Context: an optimization exercise on an open-source flow, tuned for small area, a short achievable clock period and few clock cycles per item. The choices shown serve that exercise and are no tape-out recipe.
No activity file was given, so power comes from the tool's default toggle rates.

## job 2722
==> flow/design.v <==
module facet_tile (
    input  wire        clk,
    input  wire        rst,
    input  wire        start,
    input  wire [1:0]  cls,           
    input  wire [31:0] crc_in,        
    output wire        idle,
    input  wire        in_valid,
    input  wire [7:0]  in_data,
    output wire        in_ready,
    output reg         out_valid,
    output reg  [63:0] out_data,
    input  wire        out_ready,
    output reg         done,
    output wire [3:0]  done_cause,    
    output wire [7:0]  done_offset,   
    output wire [31:0] done_arg,      
    output wire [31:0] done_crc       
);
    localparam [3:0] P_HDR   = 4'd0,
                     P_U1    = 4'd1,
                     P_C1    = 4'd2,
                     P_E     = 4'd3,
                     P_B1    = 4'd4,
                     P_B2    = 4'd5,
                     P_BMAP  = 4'd6,
                     P_NLEN  = 4'd7,
                     P_NCOD  = 4'd8,
                     P_TRAIL = 4'd9;    
    reg         busy;
    reg         idle_r;       
    reg  [1:0]  cls_q;
    reg  [8:0]  idx;          
    reg  [3:0]  pst;          
    reg         fail;         
    reg  [3:0]  cause;
    reg  [7:0]  offset;
    reg  [31:0] arg;
    reg  [31:0] crc;
    reg  [31:0] hi_n;         
    reg         n_first;      
    reg         rdy;
    reg         v0, v1;
    reg  [7:0]  h0, h1;
    reg         pend;
    reg  [9:0]  pend_l;
    reg  [7:0]  code_st;
    reg  [10:0] n_last;       
    reg         bm;           
    reg         run_act;
    reg  [9:0]  run_l;        
    reg  [7:0]  run_code;     
    reg  [2:0]  q;            
    reg  [6:0]  bcnt;         
    reg         ofin;         
    assign idle        = idle_r;
    assign in_ready    = rdy;
    assign done_cause  = cause;
    assign done_offset = offset;
    assign done_arg    = arg;
    assign done_crc    = crc;
    function [31:0] crc64;
        input [31:0] c;
        input [63:0] d;
        reg [31:0] x;
        begin
            x = c ^ d[31:0];
            crc64[0] = ^(x & 32'h386F2C25) ^ ^(d[63:32] & 32'h1F91CAF6);
            crc64[1] = ^(x & 32'h70DE584B) ^ ^(d[63:32] & 32'h3F2395EC);
            crc64[2] = ^(x & 32'hE1BCB097) ^ ^(d[63:32] & 32'h7E472BD8);
            crc64[3] = ^(x & 32'hC379612E) ^ ^(d[63:32] & 32'hFC8E57B1);
            crc64[4] = ^(x & 32'hBE9DEE78) ^ ^(d[63:32] & 32'hE68D6595);
            crc64[5] = ^(x & 32'h4554F0D5) ^ ^(d[63:32] & 32'hD28B01DD);
            crc64[6] = ^(x & 32'hB2C6CD8E) ^ ^(d[63:32] & 32'hBA87C94C);
            crc64[7] = ^(x & 32'h5DE2B738) ^ ^(d[63:32] & 32'h6A9E586F);
            crc64[8] = ^(x & 32'hBBC56E71) ^ ^(d[63:32] & 32'hD53CB0DE);
            crc64[9] = ^(x & 32'h4FE5F0C6) ^ ^(d[63:32] & 32'hB5E8AB4B);
            crc64[10] = ^(x & 32'hA7A4CDA9) ^ ^(d[63:32] & 32'h74409C60);
            crc64[11] = ^(x & 32'h4F499B53) ^ ^(d[63:32] & 32'hE88138C1);
            crc64[12] = ^(x & 32'hA6FC1A83) ^ ^(d[63:32] & 32'hCE93BB74);
            crc64[13] = ^(x & 32'h75971923) ^ ^(d[63:32] & 32'h82B6BC1F);
            crc64[14] = ^(x & 32'hD3411E63) ^ ^(d[63:32] & 32'h1AFCB2C8);
            crc64[15] = ^(x & 32'hA6823CC6) ^ ^(d[63:32] & 32'h35F96591);
            crc64[16] = ^(x & 32'h4D04798C) ^ ^(d[63:32] & 32'h6BF2CB23);
            crc64[17] = ^(x & 32'h9A08F318) ^ ^(d[63:32] & 32'hD7E59646);
            crc64[18] = ^(x & 32'h0C7ECA15) ^ ^(d[63:32] & 32'hB05AE67B);
            crc64[19] = ^(x & 32'h2092B80F) ^ ^(d[63:32] & 32'h7F240600);
            crc64[20] = ^(x & 32'h4125701F) ^ ^(d[63:32] & 32'hFE480C00);
            crc64[21] = ^(x & 32'hBA25CC1B) ^ ^(d[63:32] & 32'hE301D2F6);
            crc64[22] = ^(x & 32'h4C24B412) ^ ^(d[63:32] & 32'hD9926F1B);
            crc64[23] = ^(x & 32'hA0264400) ^ ^(d[63:32] & 32'hACB514C0);
            crc64[24] = ^(x & 32'h7823A425) ^ ^(d[63:32] & 32'h46FBE377);
            crc64[25] = ^(x & 32'hF047484A) ^ ^(d[63:32] & 32'h8DF7C6EE);
            crc64[26] = ^(x & 32'hD8E1BCB0) ^ ^(d[63:32] & 32'h047E472B);
            crc64[27] = ^(x & 32'hB1C37961) ^ ^(d[63:32] & 32'h08FC8E57);
            crc64[28] = ^(x & 32'h6386F2C2) ^ ^(d[63:32] & 32'h11F91CAF);
            crc64[29] = ^(x & 32'hC70DE584) ^ ^(d[63:32] & 32'h23F2395E);
            crc64[30] = ^(x & 32'h8E1BCB09) ^ ^(d[63:32] & 32'h47E472BD);
            crc64[31] = ^(x & 32'h1C379612) ^ ^(d[63:32] & 32'h8FC8E57B);
        end
    endfunction
    wire [7:0] b = h0;
    wire [8:0] slen_m1 = (9'd256 >> cls_q) - 9'd1;
    wire wr_ok = !out_valid || out_ready;
    wire xfer  = out_valid && out_ready;
    wire       rn_can  = busy && !ofin && !bm && (run_act || pend);
    wire       rn_go   = rn_can && wr_ok;
    wire [9:0] f_l     = run_act ? run_l : pend_l;
    wire       f_on    = f_l[9:3] != bcnt;                    
    wire       f_beat  = f_on || (f_l[2:0] == 3'd7);          
    wire       pend_use = rn_go && !run_act;
    reg  [7:0] ln_plan, ln_sel;
    wire       bt_plan = bm ? (busy && pend) : (rn_can && f_beat);
    integer    k;
    always @(*)
        for (k = 0; k < 8; k = k + 1) begin
            ln_plan[k] = bm ? (busy && pend)
                            : (rn_can && k >= q && (f_on || k <= f_l[2:0]));
            ln_sel[k]  = bm ? pend_l[k] : !run_act;
        end
    wire ip_plain = busy && v0 && (pst != P_NLEN) && (pst != P_BMAP) &&
                    (pst != P_NCOD || !pend);
    wire nlen_go  = busy && v0 && (pst == P_NLEN) && (!pend || idx != slen_m1);
    wire ip_bm    = busy && v0 && (pst == P_BMAP) && !run_act;
    wire ip_acc   = ip_plain || nlen_go || ip_bm;
    wire bm_go    = busy && bm && pend && wr_ok;
    wire [9:0]  p_last = pend ? pend_l : run_l;
    wire [10:0] n_next = n_first ? {3'd0, b}
                                 : {1'b0, p_last} + {3'd0, b} + 11'd1;
    wire last_byte = (idx == slen_m1 + 9'd1) || (ip_acc && idx == slen_m1);
    wire og_fin    = ofin && wr_ok;
    wire push = in_valid && rdy;
    integer j;
    always @(posedge clk) begin
        if (ip_acc) begin
            h0 <= v1 ? h1 : in_data;
            v0 <= v1 || push;
            h1 <= in_data;
            v1 <= v1 && push;
            rdy <= 1'b1;
        end else begin
            if (!v0) h0 <= in_data;
            else if (!v1) h1 <= in_data;
            v0 <= v0 || push;
            v1 <= v1 || (v0 && push);
            rdy <= !(v1 || (v0 && push));
        end
        begin
            done <= 1'b0;
            if (xfer) begin
                out_valid <= 1'b0;
                crc <= crc64(crc, {~hi_n, out_data[31:0]});
            end
            for (j = 0; j < 8; j = j + 1)
                if (wr_ok && ln_plan[j])
                    out_data[8*j +: 8] <= ln_sel[j] ? code_st : run_code;
            for (j = 4; j < 8; j = j + 1)
                if (wr_ok && ln_plan[j])
                    hi_n[8*j-32 +: 8] <= ~(ln_sel[j] ? code_st : run_code);
            if (wr_ok && bt_plan) begin
                out_valid <= 1'b1;
                bcnt <= bcnt + 7'd1;
                if (bcnt == 7'd127) ofin <= 1'b1;
            end
            if (rn_go) begin
                q <= f_beat ? 3'd0 : f_l[2:0] + 3'd1;
                if (pend_use) begin
                    pend     <= 1'b0;
                    run_code <= code_st;
                    run_l    <= pend_l;
                end
                run_act <= f_on;
            end
            if (bm_go) begin
                if (run_act) begin
                    pend_l[7:0] <= run_l[7:0];
                    run_act <= 1'b0;
                end else if (ip_bm)
                    pend_l[7:0] <= b;
                else
                    pend <= 1'b0;
            end else if (ip_bm) begin
                if (pend) begin
                    run_l[7:0] <= b;
                    run_act <= 1'b1;
                end else begin
                    pend_l[7:0] <= b;
                    pend <= 1'b1;
                end
            end
            if (ip_acc)
                idx <= idx + 9'd1;
            if (ip_bm && idx == 9'd130)
                pst <= P_TRAIL;
            if (nlen_go) begin
                if (idx == slen_m1) begin
                    fail <= 1'b1; cause <= 4'd6; offset <= idx[7:0];
                    pend <= 1'b1; pend_l <= 10'd1023; code_st <= 8'd0;
                    pst <= P_TRAIL;
                end else begin
                    n_last <= n_next;
                    pst <= P_NCOD;
                end
            end
            if (ip_plain) begin
                case (pst)
                    P_HDR: begin
                        if (b[4:0] != 5'd0) begin
                            fail <= 1'b1; cause <= 4'd4;
                            pend <= 1'b1; pend_l <= 10'd1023; code_st <= 8'd0;
                            pst <= P_TRAIL;
                        end else case (b[7:5])
                            3'd0: pst <= P_U1;
                            3'd1: begin cause <= 4'd14; pst <= P_C1; end
                            3'd7: begin cause <= 4'd15; pst <= P_E;
                                        pend <= 1'b1; pend_l <= 10'd1023; code_st <= 8'd0; end
                            3'd2: if (cls_q != 2'd0) begin
                                      fail <= 1'b1; cause <= 4'd7;
                                      pend <= 1'b1; pend_l <= 10'd1023; code_st <= 8'd0;
                                      pst <= P_TRAIL;
                                  end else begin
                                      bm  <= 1'b1;
                                      pst <= P_B1;
                                  end
                            3'd3: pst <= P_NLEN;
                            default: begin
                                fail <= 1'b1; cause <= 4'd3;
                                pend <= 1'b1; pend_l <= 10'd1023; code_st <= 8'd0;
                                pst <= P_TRAIL;
                            end
                        endcase
                    end
                    P_U1: begin
                        pend <= 1'b1; pend_l <= 10'd1023; code_st <= b;
                        pst <= P_TRAIL;
                    end
                    P_C1: begin
                        arg[7:0] <= b;
                        pend <= 1'b1; pend_l <= 10'd1023; code_st <= 8'd0;
                        pst <= P_TRAIL;
                    end
                    P_E: begin
                        case (idx[2:0])
                            3'd1:    arg[7:0]   <= b;
                            3'd2:    arg[15:8]  <= b;
                            3'd3:    arg[23:16] <= b;
                            default: arg[31:24] <= b;
                        endcase
                        if (idx[2:0] == 3'd4) pst <= P_TRAIL;
                    end
                    P_B1: begin run_code <= b; pst <= P_B2; end
                    P_B2: begin code_st  <= b; pst <= P_BMAP; end
                    P_NCOD: begin
                        if (n_last[10]) begin
                            fail <= 1'b1; cause <= 4'd6; offset <= idx[7:0] - 8'd1;
                            pend <= 1'b1; pend_l <= 10'd1023; code_st <= 8'd0;
                            pst <= P_TRAIL;
                        end else begin
                            pend <= 1'b1; pend_l <= n_last[9:0]; code_st <= b;
                            n_first <= 1'b0;
                            pst <= (n_last[9:0] == 10'd1023) ? P_TRAIL : P_NLEN;
                        end
                    end
                    default: if (!fail && b != 8'd0) begin    
                        fail <= 1'b1; cause <= 4'd4; offset <= idx[7:0]; arg <= 32'd0;
                    end
                endcase
            end
            if (busy && last_byte && og_fin) begin
                done   <= 1'b1;
                busy   <= 1'b0;
                idle_r <= 1'b1;
            end
            if (!busy) begin
                busy     <= start;
                idle_r   <= !start;
                cls_q    <= cls;
                crc      <= crc_in;
                idx      <= 9'd0;
                pst      <= P_HDR;
                fail     <= 1'b0;
                cause    <= 4'd0;
                offset   <= 8'd0;
                arg      <= 32'd0;
                n_first  <= 1'b1;
                pend     <= 1'b0;
                run_act  <= 1'b0;
                bm       <= 1'b0;
                q        <= 3'd0;
                bcnt     <= 7'd0;
                ofin     <= 1'b0;
            end
        end
        if (rst) begin
            busy      <= 1'b0;
            idle_r    <= 1'b1;
            out_valid <= 1'b0;
            done      <= 1'b0;
            v0        <= 1'b0;
            v1        <= 1'b0;
            rdy       <= 1'b1;
        end
    end
endmodule
==> flow/config.mk <==
export PLATFORM = sky130hd
export DESIGN_NAME = facet_tile
export DESIGN_NICKNAME = facet_tile
export VERILOG_FILES = /design/flow/design.v
export SDC_FILE = /design/flow/constraint.sdc
export NUM_CORES = 4
export LEC_CHECK = 0
export CAP_MARGIN = 20
export CORE_MARGIN = 2
export CORE_UTILIZATION = 40
export PLACE_DENSITY = 0.6
export SLEW_MARGIN = 20
==> flow/constraint.sdc <==
create_clock -name core_clock -period 10.0 [get_ports {clk}]
set_input_delay 2.0000 -clock core_clock [delete_from_list [all_inputs] [get_ports {clk}]]
set_output_delay 2.0000 -clock core_clock [all_outputs]
set_load 0.01 [all_outputs]
run.sh (not shown) runs the stock make flow with config.mk's settings and CLKGATE_MAP_FILE= SYNTH_SCRIPT=/design/flow/synth_recipe.tcl, a recipe that flattens the netlist after the stock synthesis.
Changes in job 7263 relative to job 2722:
--- a/flow/design.v
+++ b/flow/design.v
@@ -38,6 +38,5 @@
     reg  [31:0] arg;
     reg  [31:0] crc;
-    reg  [31:0] hi_n;         
-    reg         n_first;      
+    reg  [10:0] p_last;       
     reg         rdy;
     reg         v0, v1;
@@ -46,5 +45,5 @@
     reg  [9:0]  pend_l;
     reg  [7:0]  code_st;
-    reg  [10:0] n_last;       
+    reg  [7:0]  len_st;       
     reg         bm;           
     reg         run_act;
@@ -119,4 +118,9 @@
             ln_sel[k]  = bm ? pend_l[k] : !run_act;
         end
+    reg  [63:0] beat_nx;
+    always @(*)
+        for (k = 0; k < 8; k = k + 1)
+            beat_nx[8*k +: 8] = ln_plan[k] ? (ln_sel[k] ? code_st : run_code)
+                                           : out_data[8*k +: 8];
     wire ip_plain = busy && v0 && (pst != P_NLEN) && (pst != P_BMAP) &&
                     (pst != P_NCOD || !pend);
@@ -125,7 +129,5 @@
     wire ip_acc   = ip_plain || nlen_go || ip_bm;
     wire bm_go    = busy && bm && pend && wr_ok;
-    wire [9:0]  p_last = pend ? pend_l : run_l;
-    wire [10:0] n_next = n_first ? {3'd0, b}
-                                 : {1'b0, p_last} + {3'd0, b} + 11'd1;
+    wire [10:0] n_last = p_last + {3'd0, len_st} + 11'd1;
     wire last_byte = (idx == slen_m1 + 9'd1) || (ip_acc && idx == slen_m1);
     wire og_fin    = ofin && wr_ok;
@@ -148,14 +150,11 @@
         begin
             done <= 1'b0;
-            if (xfer) begin
+            if (xfer)
                 out_valid <= 1'b0;
-                crc <= crc64(crc, {~hi_n, out_data[31:0]});
-            end
+            if (wr_ok && bt_plan)
+                crc <= crc64(crc, beat_nx);
             for (j = 0; j < 8; j = j + 1)
                 if (wr_ok && ln_plan[j])
                     out_data[8*j +: 8] <= ln_sel[j] ? code_st : run_code;
-            for (j = 4; j < 8; j = j + 1)
-                if (wr_ok && ln_plan[j])
-                    hi_n[8*j-32 +: 8] <= ~(ln_sel[j] ? code_st : run_code);
             if (wr_ok && bt_plan) begin
                 out_valid <= 1'b1;
@@ -199,5 +198,5 @@
                     pst <= P_TRAIL;
                 end else begin
-                    n_last <= n_next;
+                    len_st <= b;
                     pst <= P_NCOD;
                 end
@@ -258,5 +257,5 @@
                         end else begin
                             pend <= 1'b1; pend_l <= n_last[9:0]; code_st <= b;
-                            n_first <= 1'b0;
+                            p_last <= n_last;
                             pst <= (n_last[9:0] == 10'd1023) ? P_TRAIL : P_NLEN;
                         end
@@ -283,5 +282,5 @@
                 offset   <= 8'd0;
                 arg      <= 32'd0;
-                n_first  <= 1'b1;
+                p_last   <= 11'h7FF;
                 pend     <= 1'b0;
                 run_act  <= 1'b0;
### Flow results
- Job 2722 → job 7263: overall power after layout now larger; portion of total power attributed to combinational logic now larger.
- Summary of job 7263 over job 2722: synthesis-to-layout area growth about even, overall routed net length rose 11%, final design area excluding fillers rose 360 sq um, cell-internal power rose about 6.6%, violation count after the first detailed-routing iteration rose 331.
- Cmp job 7263 and job 2722 / worst slew margin relative to its limit / higher: job 2722
- Post-route clock period utilization for job 7263: 26 points up relative to job 2722
- Compared with job 2722, job 7263 shows a lower worst setup slack.
- Job 7263 vs. job 2722: count of clock buffers in the final design dropped about 7%, synthesized-area fraction occupied by adder cells held steady, final cell count went up.
No run of this note included a check of the RTL's function; only the layout flow was run.

[what the ideal ports hide]
No port has a modelled driver above. Below, the same layouts with a new extraction and two added sets of constraints. Step 1, drivers: a clkbuf_16 drives clk and a buf_2 each remaining input, both assumed. Step 2 times the ports against the registers' clock, not the clock port: input delays grow and output delays shrink by t, the midpoint of the rising clock arrivals with the driver on. Three values: ideal ports, drivers, drivers and shift; two values: the first two.
| run | shift t [ns] | setup slack, ns | worst setup path at the end |
|---|---|---|---|
| job 2722 | 0.643 | 6.208 / 6.153 / 5.633 | input to register |
| job 7263 | 0.654 | 3.558 / 3.558 / 3.558 | register to register |
After both steps every run listed still meets setup and hold. The setup slack of job 2722, which loses most, moves by -0.055 ns with the drivers and by -0.575 ns with both steps.
